Source: an optimization exercise on an open RTL-to-GDS flow (aim: small area and a short achievable clock period). Production flows keep margins and buffers that such runs may drop. Function was checked by simulation only, so behaviour that the tests miss may differ from the original.

==> run H: inputs <==
// scr_curve_thr
module scr_curve_thr (
    input             clk,
    input             rst,
    input             in_valid,
    input      [11:0] g,           
    input      [95:0] curve,       
    input      [55:0] thr,         
    input      [2:0]  nbnd,        
    input             off,         
    output reg        out_valid,
    output reg [11:0] v,
    output reg [2:0]  level
);
==> module scr_pick, before the edit <==
module scr_pick (
    input      [11:0] g,
    input      [95:0] curve,
    output     [11:0] pa,
    output     [11:0] pb,
    output     [11:0] s,
    output            dec,
    output            m0
);
    wire [2:0]  g3 = g[11:9];
    reg  [2:0]  b0, b1;
    reg         x0, x1;
    integer k, i;
    always @(*) begin
        for (k = 0; k < 3; k = k + 1) begin
            x0 = 1'b0;
            x1 = 1'b1;
            for (i = 0; i < 3; i = i + 1) begin
                x0 = (~g[3 * k + i] & g3[i]) | ((~g[3 * k + i] | g3[i]) & x0);
                x1 = (~g[3 * k + i] & g3[i]) | ((~g[3 * k + i] | g3[i]) & x1);
            end
            b0[k] = x0;
            b1[k] = x1;
        end
    end
    wire        l1 = b0[0] ? b1[1] : b0[1];
    wire        lt = l1 ? b1[2] : b0[2];
    assign      dec = lt | (&g);                   
    reg  [3:0]  ea0, ea1, ob0, ob1;                
    always @(*) begin
        case (g3)
            3'd0:    begin ea0 = 4'b0001; ea1 = 4'b0001; ob0 = 4'b0001; ob1 = 4'b0001; end
            3'd1:    begin ea0 = 4'b0010; ea1 = 4'b0001; ob0 = 4'b0001; ob1 = 4'b0001; end
            3'd2:    begin ea0 = 4'b0010; ea1 = 4'b0010; ob0 = 4'b0010; ob1 = 4'b0001; end
            3'd3:    begin ea0 = 4'b0100; ea1 = 4'b0010; ob0 = 4'b0010; ob1 = 4'b0010; end
            3'd4:    begin ea0 = 4'b0100; ea1 = 4'b0100; ob0 = 4'b0100; ob1 = 4'b0010; end
            3'd5:    begin ea0 = 4'b1000; ea1 = 4'b0100; ob0 = 4'b0100; ob1 = 4'b0100; end
            3'd6:    begin ea0 = 4'b1000; ea1 = 4'b1000; ob0 = 4'b1000; ob1 = 4'b0100; end
            default: begin ea0 = 4'b1000; ea1 = 4'b1000; ob0 = 4'b1000; ob1 = 4'b1000; end
        endcase
    end
    wire [3:0]  ea = lt ? ea1 : ea0;
    wire [3:0]  ob = lt ? ob1 : ob0;
    scr_sel4 u_sela (.sel(ea), .p0(curve[11:0]),  .p1(curve[35:24]), .p2(curve[59:48]), .p3(curve[83:72]), .y(pa));
    scr_sel4 u_selb (.sel(ob), .p0(curve[23:12]), .p1(curve[47:36]), .p2(curve[71:60]), .p3(curve[95:84]), .y(pb));
    scr_rot u_rot (.g(g), .s(s));
    assign m0 = g[9] ^ dec;
endmodule
==> module scr_sel4, before the edit <==
module scr_sel4 (
    input      [3:0]  sel,
    input      [11:0] p0,
    input      [11:0] p1,
    input      [11:0] p2,
    input      [11:0] p3,
    output     [11:0] y
);
    assign y = ({12{sel[0]}} & p0) | ({12{sel[1]}} & p1)
             | ({12{sel[2]}} & p2) | ({12{sel[3]}} & p3);
endmodule
export LEC_CHECK = 0
export ABC_CLOCK_PERIOD_IN_PS = 40000
export CAP_MARGIN = 20
export CORE_MARGIN = 2
export CORE_UTILIZATION = 40
export CTS_BUF_LIST = sky130_fd_sc_hd__clkbuf_8
export PLACE_DENSITY = 0.6
export SLEW_MARGIN = 20
export SYNTH_HIERARCHICAL = 1
export SYNTH_MINIMUM_KEEP_SIZE = 0
create_clock -name core_clock -period 70.0 [get_ports {clk}]
standard.sh (not shown) runs the stock make flow with config.mk's settings and CLKGATE_MAP_FILE= SYNTH_SCRIPT=/design/flow/synth_recipe.tcl, a recipe that flattens the netlist after the stock synthesis.
==> flow/flow/run.sh <==
#!/bin/bash
# The standard layout (standard.sh), with each port buffered by a
# sky130_fd_sc_hd__buf_2 instead of the cell buffer_ports picks by default.
# make's full output goes to standard.log; ORFS writes each step's log under
# orfs/logs/.
set -euo pipefail
export BUFFER_PORTS_ARGS="-buffer_cell sky130_fd_sc_hd__buf_2"
bash standard.sh > standard.log 2>&1
==> run K: changes against run H <==
--- a/flow/design.v
+++ b/flow/design.v
@@ -449,34 +449,65 @@
     wire s370, c371;
     scr_fa fa372 (.a(s244), .b(c221), .c(c368), .s(s370), .co(c371));
     assign qn[14] = s370;
     wire s373, c374;
     scr_fa fa375 (.a(c245), .b(s265), .c(c371), .s(s373), .co(c374));
     assign qn[15] = s373;
-    wire s376, c377;
-    scr_fa fa378 (.a(c266), .b(s283), .c(c374), .s(s376), .co(c377));
-    assign qn[16] = s376;
-    wire s379, c380;
-    scr_fa fa381 (.a(c284), .b(s298), .c(c377), .s(s379), .co(c380));
-    assign qn[17] = s379;
-    wire s382, c383;
-    scr_fa fa384 (.a(s310), .b(c299), .c(c380), .s(s382), .co(c383));
-    assign qn[18] = s382;
-    wire s385, c386;
-    scr_fa fa387 (.a(c311), .b(s319), .c(c383), .s(s385), .co(c386));
-    assign qn[19] = s385;
-    wire s388, c389;
-    scr_fa fa390 (.a(s325), .b(c320), .c(c386), .s(s388), .co(c389));
-    assign qn[20] = s388;
-    wire s391, c392;
-    scr_fa fa393 (.a(s328), .b(c326), .c(c389), .s(s391), .co(c392));
-    assign qn[21] = s391;
-    wire s394, c395;
-    scr_fa fa396 (.a(pp11_11), .b(c329), .c(c392), .s(s394), .co(c395));
-    assign qn[22] = s394;
-    assign qn[23] = c395;
+    wire [23:0] qs0, qs1;
+    wire s376 = ~(c266 ^ s283);
+    wire c377 = c266 | s283;
+    assign qs0[16] = s376;
+    wire s378, c379;
+    scr_fa fa380 (.a(c284), .b(s298), .c(c377), .s(s378), .co(c379));
+    assign qs0[17] = s378;
+    wire s381, c382;
+    scr_fa fa383 (.a(s310), .b(c299), .c(c379), .s(s381), .co(c382));
+    assign qs0[18] = s381;
+    wire s384, c385;
+    scr_fa fa386 (.a(c311), .b(s319), .c(c382), .s(s384), .co(c385));
+    assign qs0[19] = s384;
+    wire s387, c388;
+    scr_fa fa389 (.a(s325), .b(c320), .c(c385), .s(s387), .co(c388));
+    assign qs0[20] = s387;
+    wire s390, c391;
+    scr_fa fa392 (.a(s328), .b(c326), .c(c388), .s(s390), .co(c391));
+    assign qs0[21] = s390;
+    wire s393, c394;
+    scr_fa fa395 (.a(pp11_11), .b(c329), .c(c391), .s(s393), .co(c394));
+    assign qs0[22] = s393;
+    assign qs0[23] = c394;
+    wire s396, c397;
+    scr_ha ha398 (.a(c266), .b(s283), .s(s396), .co(c397));
+    assign qs1[16] = s396;
+    wire s399, c400;
+    scr_fa fa401 (.a(c284), .b(s298), .c(c397), .s(s399), .co(c400));
+    assign qs1[17] = s399;
+    wire s402, c403;
+    scr_fa fa404 (.a(s310), .b(c299), .c(c400), .s(s402), .co(c403));
+    assign qs1[18] = s402;
+    wire s405, c406;
+    scr_fa fa407 (.a(c311), .b(s319), .c(c403), .s(s405), .co(c406));
+    assign qs1[19] = s405;
+    wire s408, c409;
+    scr_fa fa410 (.a(s325), .b(c320), .c(c406), .s(s408), .co(c409));
+    assign qs1[20] = s408;
+    wire s411, c412;
+    scr_fa fa413 (.a(s328), .b(c326), .c(c409), .s(s411), .co(c412));
+    assign qs1[21] = s411;
+    wire s414, c415;
+    scr_fa fa416 (.a(pp11_11), .b(c329), .c(c412), .s(s414), .co(c415));
+    assign qs1[22] = s414;
+    assign qs1[23] = c415;
+    assign qn[16] = c374 ? qs0[16] : qs1[16];
+    assign qn[17] = c374 ? qs0[17] : qs1[17];
+    assign qn[18] = c374 ? qs0[18] : qs1[18];
+    assign qn[19] = c374 ? qs0[19] : qs1[19];
+    assign qn[20] = c374 ? qs0[20] : qs1[20];
+    assign qn[21] = c374 ? qs0[21] : qs1[21];
+    assign qn[22] = c374 ? qs0[22] : qs1[22];
+    assign qn[23] = c374 ? qs0[23] : qs1[23];
     wire [11:0] qa = q[23:12];
     wire [11:0] qb = q[11:0];
     reg  [11:0] v_c;
     reg         k;
     always @(*) begin
         k = 1'b0;
@@ -521,29 +552,15 @@
     output     [11:0] pb,
     output     [11:0] s,
     output            dec,
     output            m0
 );
     wire [2:0]  g3 = g[11:9];
-    reg  [2:0]  b0, b1;
-    reg         x0, x1;
-    integer k, i;
-    always @(*) begin
-        for (k = 0; k < 3; k = k + 1) begin
-            x0 = 1'b0;
-            x1 = 1'b1;
-            for (i = 0; i < 3; i = i + 1) begin
-                x0 = (~g[3 * k + i] & g3[i]) | ((~g[3 * k + i] | g3[i]) & x0);
-                x1 = (~g[3 * k + i] & g3[i]) | ((~g[3 * k + i] | g3[i]) & x1);
-            end
-            b0[k] = x0;
-            b1[k] = x1;
-        end
-    end
-    wire        l1 = b0[0] ? b1[1] : b0[1];
-    wire        lt = l1 ? b1[2] : b0[2];
+    wire        lt;
+    scr_lt u_lt (.g(g), .lt(lt));
+    integer i;
     assign      dec = lt | (&g);                   
     reg  [3:0]  ea0, ea1, ob0, ob1;                
     always @(*) begin
         case (g3)
             3'd0:    begin ea0 = 4'b0001; ea1 = 4'b0001; ob0 = 4'b0001; ob1 = 4'b0001; end
             3'd1:    begin ea0 = 4'b0010; ea1 = 4'b0001; ob0 = 4'b0001; ob1 = 4'b0001; end
@@ -559,12 +576,35 @@
     wire [3:0]  ob = lt ? ob1 : ob0;
     scr_sel4 u_sela (.sel(ea), .p0(curve[11:0]),  .p1(curve[35:24]), .p2(curve[59:48]), .p3(curve[83:72]), .y(pa));
     scr_sel4 u_selb (.sel(ob), .p0(curve[23:12]), .p1(curve[47:36]), .p2(curve[71:60]), .p3(curve[95:84]), .y(pb));
     scr_rot u_rot (.g(g), .s(s));
     assign m0 = g[9] ^ dec;
 endmodule
+module scr_lt (
+    input      [11:0] g,
+    output            lt
+);
+    wire [2:0]  g3 = g[11:9];
+    reg  [2:0]  b0, b1;
+    reg         x0, x1;
+    integer k, i;
+    always @(*) begin
+        for (k = 0; k < 3; k = k + 1) begin
+            x0 = 1'b0;
+            x1 = 1'b1;
+            for (i = 0; i < 3; i = i + 1) begin
+                x0 = (~g[3 * k + i] & g3[i]) | ((~g[3 * k + i] | g3[i]) & x0);
+                x1 = (~g[3 * k + i] & g3[i]) | ((~g[3 * k + i] | g3[i]) & x1);
+            end
+            b0[k] = x0;
+            b1[k] = x1;
+        end
+    end
+    wire        l1 = b0[0] ? b1[1] : b0[1];
+    assign      lt = l1 ? b1[2] : b0[2];
+endmodule
 module scr_sel4 (
     input      [3:0]  sel,
     input      [11:0] p0,
     input      [11:0] p1,
     input      [11:0] p2,
     input      [11:0] p3,
==> flow/flow/run.sh (replaced) <==
#!/bin/bash
# The standard layout (standard.sh), with each port buffered by a
# sky130_fd_sc_hd__buf_1 instead of the cell buffer_ports picks by default.
# make's full output goes to standard.log; ORFS writes each step's log under
# orfs/logs/.
set -euo pipefail
export BUFFER_PORTS_ARGS="-buffer_cell sky130_fd_sc_hd__buf_1"
bash standard.sh > standard.log 2>&1
--- a/flow/config.mk
+++ b/flow/config.mk
@@ -7,10 +7,11 @@
 export LEC_CHECK = 0
 export ABC_CLOCK_PERIOD_IN_PS = 40000
 export CAP_MARGIN = 20
 export CORE_MARGIN = 2
 export CORE_UTILIZATION = 40
 export CTS_BUF_LIST = sky130_fd_sc_hd__clkbuf_8
+export GPL_TIMING_DRIVEN = 0
 export PLACE_DENSITY = 0.6
 export SLEW_MARGIN = 20
 export SYNTH_HIERARCHICAL = 1
 export SYNTH_MINIMUM_KEEP_SIZE = 0
==> run X: changes against run H <==
--- a/flow/design.v
+++ b/flow/design.v
@@ -554,28 +554,19 @@
             3'd6:    begin ea0 = 4'b1000; ea1 = 4'b1000; ob0 = 4'b1000; ob1 = 4'b0100; end
             default: begin ea0 = 4'b1000; ea1 = 4'b1000; ob0 = 4'b1000; ob1 = 4'b1000; end
         endcase
     end
     wire [3:0]  ea = lt ? ea1 : ea0;
     wire [3:0]  ob = lt ? ob1 : ob0;
-    scr_sel4 u_sela (.sel(ea), .p0(curve[11:0]),  .p1(curve[35:24]), .p2(curve[59:48]), .p3(curve[83:72]), .y(pa));
-    scr_sel4 u_selb (.sel(ob), .p0(curve[23:12]), .p1(curve[47:36]), .p2(curve[71:60]), .p3(curve[95:84]), .y(pb));
+    assign pa = ({12{ea[0]}} & curve[11:0])  | ({12{ea[1]}} & curve[35:24])
+              | ({12{ea[2]}} & curve[59:48]) | ({12{ea[3]}} & curve[83:72]);
+    assign pb = ({12{ob[0]}} & curve[23:12]) | ({12{ob[1]}} & curve[47:36])
+              | ({12{ob[2]}} & curve[71:60]) | ({12{ob[3]}} & curve[95:84]);
     scr_rot u_rot (.g(g), .s(s));
     assign m0 = g[9] ^ dec;
 endmodule
-module scr_sel4 (
-    input      [3:0]  sel,
-    input      [11:0] p0,
-    input      [11:0] p1,
-    input      [11:0] p2,
-    input      [11:0] p3,
-    output     [11:0] y
-);
-    assign y = ({12{sel[0]}} & p0) | ({12{sel[1]}} & p1)
-             | ({12{sel[2]}} & p2) | ({12{sel[3]}} & p3);
-endmodule
 module scr_rot (
     input      [11:0] g,
     output     [11:0] s
 );
     assign s = {g[8:0], g[11:9]} + ~g;
 endmodule
--- a/flow/config.mk
+++ b/flow/config.mk
@@ -6,11 +6,10 @@
 export NUM_CORES = 4
 export LEC_CHECK = 0
 export ABC_CLOCK_PERIOD_IN_PS = 40000
 export CAP_MARGIN = 20
 export CORE_MARGIN = 2
 export CORE_UTILIZATION = 40
-export CTS_BUF_LIST = sky130_fd_sc_hd__clkbuf_8
 export PLACE_DENSITY = 0.6
 export SLEW_MARGIN = 20
 export SYNTH_HIERARCHICAL = 1
 export SYNTH_MINIMUM_KEEP_SIZE = 0
==> run Y: changes against run H <==
--- a/flow/config.mk
+++ b/flow/config.mk
@@ -7,10 +7,11 @@
 export LEC_CHECK = 0
 export ABC_CLOCK_PERIOD_IN_PS = 40000
 export CAP_MARGIN = 20
 export CORE_MARGIN = 2
 export CORE_UTILIZATION = 40
 export CTS_BUF_LIST = sky130_fd_sc_hd__clkbuf_8
+export GPL_TIMING_DRIVEN = 0
 export PLACE_DENSITY = 0.6
 export SLEW_MARGIN = 20
 export SYNTH_HIERARCHICAL = 1
 export SYNTH_MINIMUM_KEEP_SIZE = 0
==> results.txt <==
| metric | run Y | run K | run X | run H |
|---|---|---|---|---|
| Result of the run | no timing/DRC/antenna violations | no timing/DRC/antenna violations | no timing/DRC/antenna violations | no timing/DRC/antenna violations |
| WHS | 0.457 ns | 0.440 ns | 0.446 ns | 0.466 ns |
| Met1 wire length | 12400 um | 12200 um | 13000 um | 12500 um |
| Clock Buffer Count | 20 | 20 | 17 | 17 |
| Cell Area, Placed | 0.0115 sq mm | 0.0112 sq mm | 0.0114 sq mm | 0.0112 sq mm |
| GRT met2 Usage | 35.5% | 34.6% | 37.3% | 36.7% |
| Routed wire length per instance | 18.5 um | 18.3 um | 20.0 um | 19.4 um |
| Number of diodes added for antenna fixing | 0 | 0 | 1 | 1 |
| Distinct cells, synth | 79 | 86 | 84 | 79 |
| Inverter count | 42 | 38 | 42 | 42 |
| Most common cell after layout, fill and taps aside | buf_2 | buf_1 | buf_2 | buf_2 |
| Clock transition at the register clock pins on the worst setup and hold paths after CTS | 0.09 ns | 0.08 ns | 0.06 ns | 0.10 ns |
| Slew @ Worst Pin | 0.915 ns | 0.996 ns | 1.08 ns | 1.11 ns |
| First-pass GRT wire length | 45000 um | 43000 um | 47000 um | 45700 um |
| Hpwl dp | 22400 um | 21700 um | 22000 um | 21300 um |
| Post-Layout Cell Count | 1524 | 1488 | 1489 | 1472 |
| Max-Slew Margin vs Limit | 39.0% | 31.7% | 27.8% | 25.4% |
| Cell at the root of the clock tree | clkbuf_8 | clkbuf_8 | clkbuf_16 | clkbuf_8 |
| Post-synthesis share of cell area spent on xor and xnor gates | 3.62% | 4.27% | 3.57% | 3.62% |
| Path depth of the worst reg2reg path | 43 | 40 | 41 | 41 |
| Design area | 0.0119 sq mm | 0.0116 sq mm | 0.0120 sq mm | 0.0117 sq mm |
| WP data required | 70.38 ns | 70.40 ns | 70.36 ns | 70.38 ns |
| Area fraction in compound gates after synthesis | 16.3% | 13.5% | 16.7% | 16.3% |
| Fraction of final layout cells sized beyond drive strength 1 | 22.4% | 7.60% | 23.0% | 22.9% |

==> static timing again, ports no longer ideal <==
The flow's constraints put no driver on any port. The routed layouts listed below were extracted and timed again, unchanged, in two steps.
Step 1 assumes that a clkbuf_16 drives the clock port and a buf_2 every other input.
Step 2 moves the port delays by t, midway between the first and last clock arrival at a register: inputs arrive t later, outputs are due t later. That takes back most of the time a late clock gives input paths.
a / b / c = no drivers / after step 1 / after step 2; a / b = the first two.
| run | t (ns) | slack for setup (ns) | hold WS [ns] | worst register clock-pin slew, ns | worst data-port slew with drivers (ns) |
|---|---|---|---|---|---|
| run H | 0.497 | 53.749 / 53.773 / 53.275 | 0.466 / 0.466 / 0.466 | 0.10 / 0.10 | 0.06 |
| run K | 0.499 | 53.976 / 54.001 / 53.502 | 0.440 / 0.440 / 0.440 | 0.09 / 0.09 | 0.06 |
| run X | 0.471 | 53.640 / 53.666 / 53.196 | 0.446 / 0.446 / 0.446 | 0.07 / 0.07 | 0.07 |
| run Y | 0.489 | 54.108 / 54.121 / 53.631 | 0.457 / 0.457 / 0.457 | 0.09 / 0.09 | 0.07 |
After both steps setup and hold are still met in every run listed. For run Y, which loses most, drivers alone change the setup slack by +0.013 ns; drivers and shift together by -0.477 ns.
